Context: an optimization exercise on an open-source flow, tuned for small area, a short achievable clock period and few clock cycles. The choices shown serve that exercise and are no tape-out recipe.
The RTL was checked by simulation tests, not by an equivalence proof against the original design.

Design ce_update, start of the top module:
module ce_update (
    input  wire         clk,
    input  wire         rst,
    input  wire         start,
    output reg          done,
    input  wire [1:0]   law,
    input  wire [1:0]   nbq,
    input  wire [15:0]  e,
    input  wire [255:0] s_in,
    input  wire [16:0]  umod,
    input  wire [15:0]  tco,
    input  wire [7:0]   tref,
    input  wire [7:0]   t,
    input  wire [7:0]   damp,
    input  wire         dith_en,
    input  wire         wd,
    input  wire         ho,
    input  wire [17:0]  ff,
    input  wire [17:0]  lr,
    input  wire [639:0] coef,
    input  wire [15:0]  kph,
    input  wire [15:0]  gout,
    input  wire [31:0]  rgout,
    input  wire [15:0]  kb,
    input  wire [16:0]  win,
    output wire [255:0] s_out,
    output reg  [31:0]  w,
    output reg  [16:0]  ul,
    output reg  [16:0]  ucmd,
    output reg  [7:0]   dh
);
Size: about 11000 cells after synthesis, roughly 710 flip-flops.
Settings: LEC_CHECK=0, ABC_AREA=1, CAP_MARGIN=20, CORE_MARGIN=2, CORE_UTILIZATION=30, PLACE_DENSITY=0.5, SLEW_MARGIN=20, SYNTH_HIERARCHICAL=1; clock period 18.0 ns.
standard.sh (not shown) runs the stock make flow with config.mk's settings and CLKGATE_MAP_FILE= SYNTH_SCRIPT=/design/flow/synth_recipe.tcl, a recipe that flattens the netlist after the stock synthesis.
==> flow/flow/run.sh <==
#!/bin/bash
# The standard flow (standard.sh: unchanged synthesis, floorplan, placement,
# CTS, routing), run in two parts:
#  - up to CTS with a larger setup-repair target (SETUP_SLACK_MARGIN), so that
#    repair_timing keeps improving the paths that set the achieved period;
#  - global/detailed routing and finish with the default repair settings.
# Port buffers use the smallest buffer cell.  The SDC is not changed.
set -eo pipefail
export BUFFER_PORTS_ARGS="-buffer_cell sky130_fd_sc_hd__buf_1"
SETUP_SLACK_MARGIN=12 bash standard.sh cts > standard_to_cts.log 2>&1
bash standard.sh > standard_finish.log 2>&1
Testbench counts at the start, summed over its fixed seeds: cycles 29,468.
Then changed:
--- a/flow/flow/run.sh
+++ b/flow/flow/run.sh
@@ -8,4 +8,4 @@
 set -eo pipefail
 export BUFFER_PORTS_ARGS="-buffer_cell sky130_fd_sc_hd__buf_1"
-SETUP_SLACK_MARGIN=12 bash standard.sh cts > standard_to_cts.log 2>&1
+SETUP_SLACK_MARGIN=11 bash standard.sh cts > standard_to_cts.log 2>&1
 bash standard.sh > standard_finish.log 2>&1
- CORE_UTILIZATION: 30 -> 35
- PLACE_DENSITY: 0.5 -> 0.7
Outcome: The changed run went through all stages and came out clean. Via count goes down by a few percent. Wire length goes down by a few percent.
Then changed:
- ABC_AREA: 1 -> unset
- CORE_UTILIZATION: 35 -> 30
- PLACE_DENSITY: 0.7 -> 0.5
Synthesized cell count fell by 16%.
Area after synthesis fell by 1.6%.
Flip-flop and latch count stays the same.
Count of clock-buffer cells in the layout stays the same.
Then changed:
- ABC_AREA: unset -> 1
Result:
- via count rises by a few percent
- global-route usage falls by 3.1 points
- utilization falls by 2.0 points
- final area falls by a few percent
- synthesized area rises slightly
- critical path depth falls by 4
- wire length falls by a few percent
Then changed:
- CORE_UTILIZATION: 30 -> 55
- PLACE_DENSITY: 0.5 -> 0.72
Effect: The new run ended with an error in I/O pin placement. Synthesized area does not change. Synthesized cell count is unchanged.

---

ce_update, a different RTL version from the one above (not shown whole).
Size in the first run: about 1400 I/O pins, about 77000 um2 of cells after synthesis.
==> flow/config.mk <==
export PLATFORM = sky130hd
export DESIGN_NAME = ce_update
export DESIGN_NICKNAME = ce_update
export VERILOG_FILES = /design/flow/design.v
export SDC_FILE = /design/flow/constraint.sdc
export NUM_CORES = 8
export LEC_CHECK = 0
export ABC_AREA = 1
export CAP_MARGIN = 35
export CORE_MARGIN = 2
export CORE_UTILIZATION = 30
export PLACE_DENSITY = 0.5
export SLEW_MARGIN = 20
export SYNTH_HIERARCHICAL = 1
==> flow/constraint.sdc <==
create_clock -name core_clock -period 18.0 [get_ports {clk}]
set_input_delay 3.6000 -clock core_clock [delete_from_list [all_inputs] [get_ports {clk}]]
set_output_delay 3.6000 -clock core_clock [all_outputs]
set_load 0.01 [all_outputs]
==> flow/flow/run.sh <==
#!/bin/bash
# The standard flow (standard.sh: unchanged synthesis, floorplan, placement,
# CTS, routing) with a larger setup-repair target (SETUP_SLACK_MARGIN), so that
# repair_timing keeps improving the paths that set the achieved period.
# Port buffers use the smallest buffer cell.  The SDC is not changed.
set -eo pipefail
export BUFFER_PORTS_ARGS="-buffer_cell sky130_fd_sc_hd__buf_1"
SETUP_SLACK_MARGIN=10 bash standard.sh > standard.log 2>&1
Testbench counts at the start, summed over its fixed seeds: cycles 29,468.
==> next run, changes <==
--- a/flow/flow/run.sh
+++ b/flow/flow/run.sh
@@ -7,2 +7,2 @@
 export BUFFER_PORTS_ARGS="-buffer_cell sky130_fd_sc_hd__buf_1"
-SETUP_SLACK_MARGIN=10 bash standard.sh > standard.log 2>&1
+SETUP_SLACK_MARGIN=11 bash standard.sh > standard.log 2>&1
CTS_BUF_LIST = sky130_fd_sc_hd__clkbuf_8   (was default)
Result: The changed run finished with timing, DRC and antenna clean. Final cell count increases by 1.5%. Core utilization came out higher by 1.4 points. Clock-buffer cell count grows by 41. Synthesized area is unchanged. Cell area rises by 4.1%. Clock skew hardly moves.

---

Setup of run A:
Another version of the RTL of ce_update (not shown whole).
For scale: about 10,000 cells after synthesis, roughly 680 flip-flops, ~1,400 I/O pins, roughly 0.076 mm^2 of cells after synthesis.
Design ce_update, start of the top module:
module ce_update (
    input  wire         clk,
    input  wire         rst,
    input  wire         start,
    output reg          done,
    input  wire [1:0]   law,
    input  wire [1:0]   nbq,
    input  wire [15:0]  e,
    input  wire [255:0] s_in,
    input  wire [16:0]  umod,
    input  wire [15:0]  tco,
    input  wire [7:0]   tref,
    input  wire [7:0]   t,
    input  wire [7:0]   damp,
    input  wire         dith_en,
    input  wire         wd,
    input  wire         ho,
    input  wire [17:0]  ff,
    input  wire [17:0]  lr,
    input  wire [639:0] coef,
    input  wire [15:0]  kph,
    input  wire [15:0]  gout,
    input  wire [31:0]  rgout,
    input  wire [15:0]  kb,
    input  wire [16:0]  win,
    output wire [255:0] s_out,
    output reg  [31:0]  w,
    output reg  [16:0]  ul,
    output reg  [16:0]  ucmd,
    output reg  [7:0]   dh
);
==> flow/config.mk <==
export PLATFORM = sky130hd
export DESIGN_NAME = ce_update
export DESIGN_NICKNAME = ce_update
export VERILOG_FILES = /design/flow/design.v
export SDC_FILE = /design/flow/constraint.sdc
export NUM_CORES = 8
export LEC_CHECK = 0
export ABC_AREA = 1
export CAP_MARGIN = 35
export CORE_MARGIN = 2
export CORE_UTILIZATION = 30
export PLACE_DENSITY = 0.6
export SLEW_MARGIN = 20
export SYNTH_HIERARCHICAL = 1
==> flow/constraint.sdc <==
create_clock -name core_clock -period 18.0 [get_ports {clk}]
set_input_delay 3.6000 -clock core_clock [delete_from_list [all_inputs] [get_ports {clk}]]
set_output_delay 3.6000 -clock core_clock [all_outputs]
set_load 0.01 [all_outputs]
==> flow/flow/run.sh <==
#!/bin/bash
# The standard flow (standard.sh: unchanged synthesis, floorplan, placement,
# CTS, routing) with a larger setup-repair target (SETUP_SLACK_MARGIN), so that
# repair_timing keeps improving the paths that set the achieved period.
# Port buffers use the smallest buffer cell.  The SDC is not changed.
# If detailed routing leaves an antenna violation that its repair cannot fix,
# the layout is made again with the repair target nudged (which moves cells
# and so the routing), at most twice.
set -eo pipefail
export BUFFER_PORTS_ARGS="-buffer_cell sky130_fd_sc_hd__buf_1"
ANT=orfs/reports/sky130hd/ce_update/base/drt_antennas.log
try=0
for margin in 11 11.02 10.98; do
  try=$((try + 1))
  rm -rf orfs out/final.def
  SETUP_SLACK_MARGIN=$margin bash standard.sh > standard_try$try.log 2>&1
  if ! grep -q VIOLATED "$ANT"; then
    break
  fi
  cp "$ANT" antenna_violations_try$try.log
done
No stage failed in run A, and the final checks on the layout all came back clean.
Testbench counts of run A, summed over its fixed seeds: cycles 29,269.
## Diff of input files: run B against run A
--- a/flow/flow/run.sh
+++ b/flow/flow/run.sh
@@ -5 +5,3 @@
-# Port buffers use the smallest buffer cell.  The SDC is not changed.
+# Port buffers use the smallest buffer cell; after global routing, gates on
+# paths with slack to spare are downsized (power recovery).  The SDC is not
+# changed.
@@ -10,0 +13 @@
+export RECOVER_POWER=100
--- a/flow/config.mk
+++ b/flow/config.mk
@@ -12 +12 @@
-export PLACE_DENSITY = 0.6
+export PLACE_DENSITY = 0.5
--- outcome ---
Run B finished all stages; however, its layout fails the closing checks, the failures being capacitance limit, slew limit. In the reports for run B and run A, the larger growth of design area from synthesis to finish belongs to run A. ~same layout buffering overhead excluding clock cells in run B and run A. The setup slack of run B is smaller than that of run A. Final design utilization came out lower on run B than on run A. Worst endpoint data arrival time came out higher on run B than on run A. Sequential share of layout area: run B and run A compared, higher one is run B. Higher detailed route wirelength on metal3 goes to run A over run B.
The following lists how run C was set up differently from run B:
==> flow/flow/run.sh <==
#!/bin/bash
# The standard flow (standard.sh: unchanged synthesis, floorplan, placement,
# CTS, routing) with a larger setup-repair target (SETUP_SLACK_MARGIN), so that
# repair_timing keeps improving the paths that set the achieved period.
# Port buffers use the smallest buffer cell.  The SDC is not changed.
set -eo pipefail
export BUFFER_PORTS_ARGS="-buffer_cell sky130_fd_sc_hd__buf_1"
SETUP_SLACK_MARGIN=11 bash standard.sh > standard.log 2>&1
[summary]
None of the runs run B and run C ends with a clean layout.
The flow for run C finished, though final verification flagged antenna rules.
Run B completed end to end; final checks failed (capacitance limit, slew limit).
The cell with the largest stage delay on the worst path comes out sky130_fd_sc_hd__dfxtp_4 in one run and sky130_fd_sc_hd__clkinvlp_2 in the other, namely in run C and run B respectively.
The fmax of run C was superior to that of run B.
reg2reg as the start-to-end type of the worst setup path was reported by run B, and reg2out by run C.

## static timing again, ports no longer ideal
How much do the figures lean on ideal ports? The routed layouts below were timed once more, with nothing changed but the port constraints. Step 1, drivers: a clkbuf_16 drives clk and a buf_2 each remaining input, both assumed. Step 2 also shifts input and output timing later by t, the mid clock arrival at the registers, as if the neighbouring blocks saw the same clock. a / b / c = no drivers / after step 1 / after step 2; a / b = the first two.
| run | shift t [ns] | setup WS [ns] | worst hold slack (ns) | clock arrival spread, ns | worst data-port slew with drivers (ns) |
|---|---|---|---|---|---|
| the first run of note 1 | 0.860 | 11.217 / 11.217 / 10.850 | 0.443 / 0.443 / 0.443 | 0.102 / 0.102 | 0.60 |
| the second run of note 1 | 0.841 | 10.513 / 10.513 / 10.513 | 0.445 / 0.445 / 0.445 | 0.072 / 0.072 | 0.55 |
| the third run of note 1 | 0.874 | 9.939 / 9.939 / 9.939 | 0.481 / 0.481 / 0.481 | 0.074 / 0.074 | 0.54 |
| the fourth run of note 1 | 0.860 | 10.657 / 10.657 / 10.543 | 0.448 / 0.448 / 0.448 | 0.090 / 0.090 | 0.58 |
| the first run of note 2 | 0.833 | 9.932 / 9.849 / 10.002 | 0.482 / 0.482 / 0.482 | 0.091 / 0.091 | 0.45 |
| the second run of note 2 | 1.014 | 10.873 / 10.794 / 10.601 | 0.482 / 0.482 / 0.482 | 0.098 / 0.098 | 0.44 |
| run A | 0.867 | 11.000 / 10.935 / 10.697 | 0.486 / 0.486 / 0.486 | 0.101 / 0.101 | 0.41 |
| run B | 0.849 | 5.461 / 5.461 / 5.461 | 0.490 / 0.490 / 0.490 | 0.096 / 0.096 | 0.39 |
| run C | 0.854 | 11.015 / 10.911 / 10.424 | 0.486 / 0.486 / 0.486 | 0.095 / 0.095 | 0.39 |
The setup slack of run C, which loses most, moves by -0.104 ns with the drivers and by -0.591 ns with both steps.
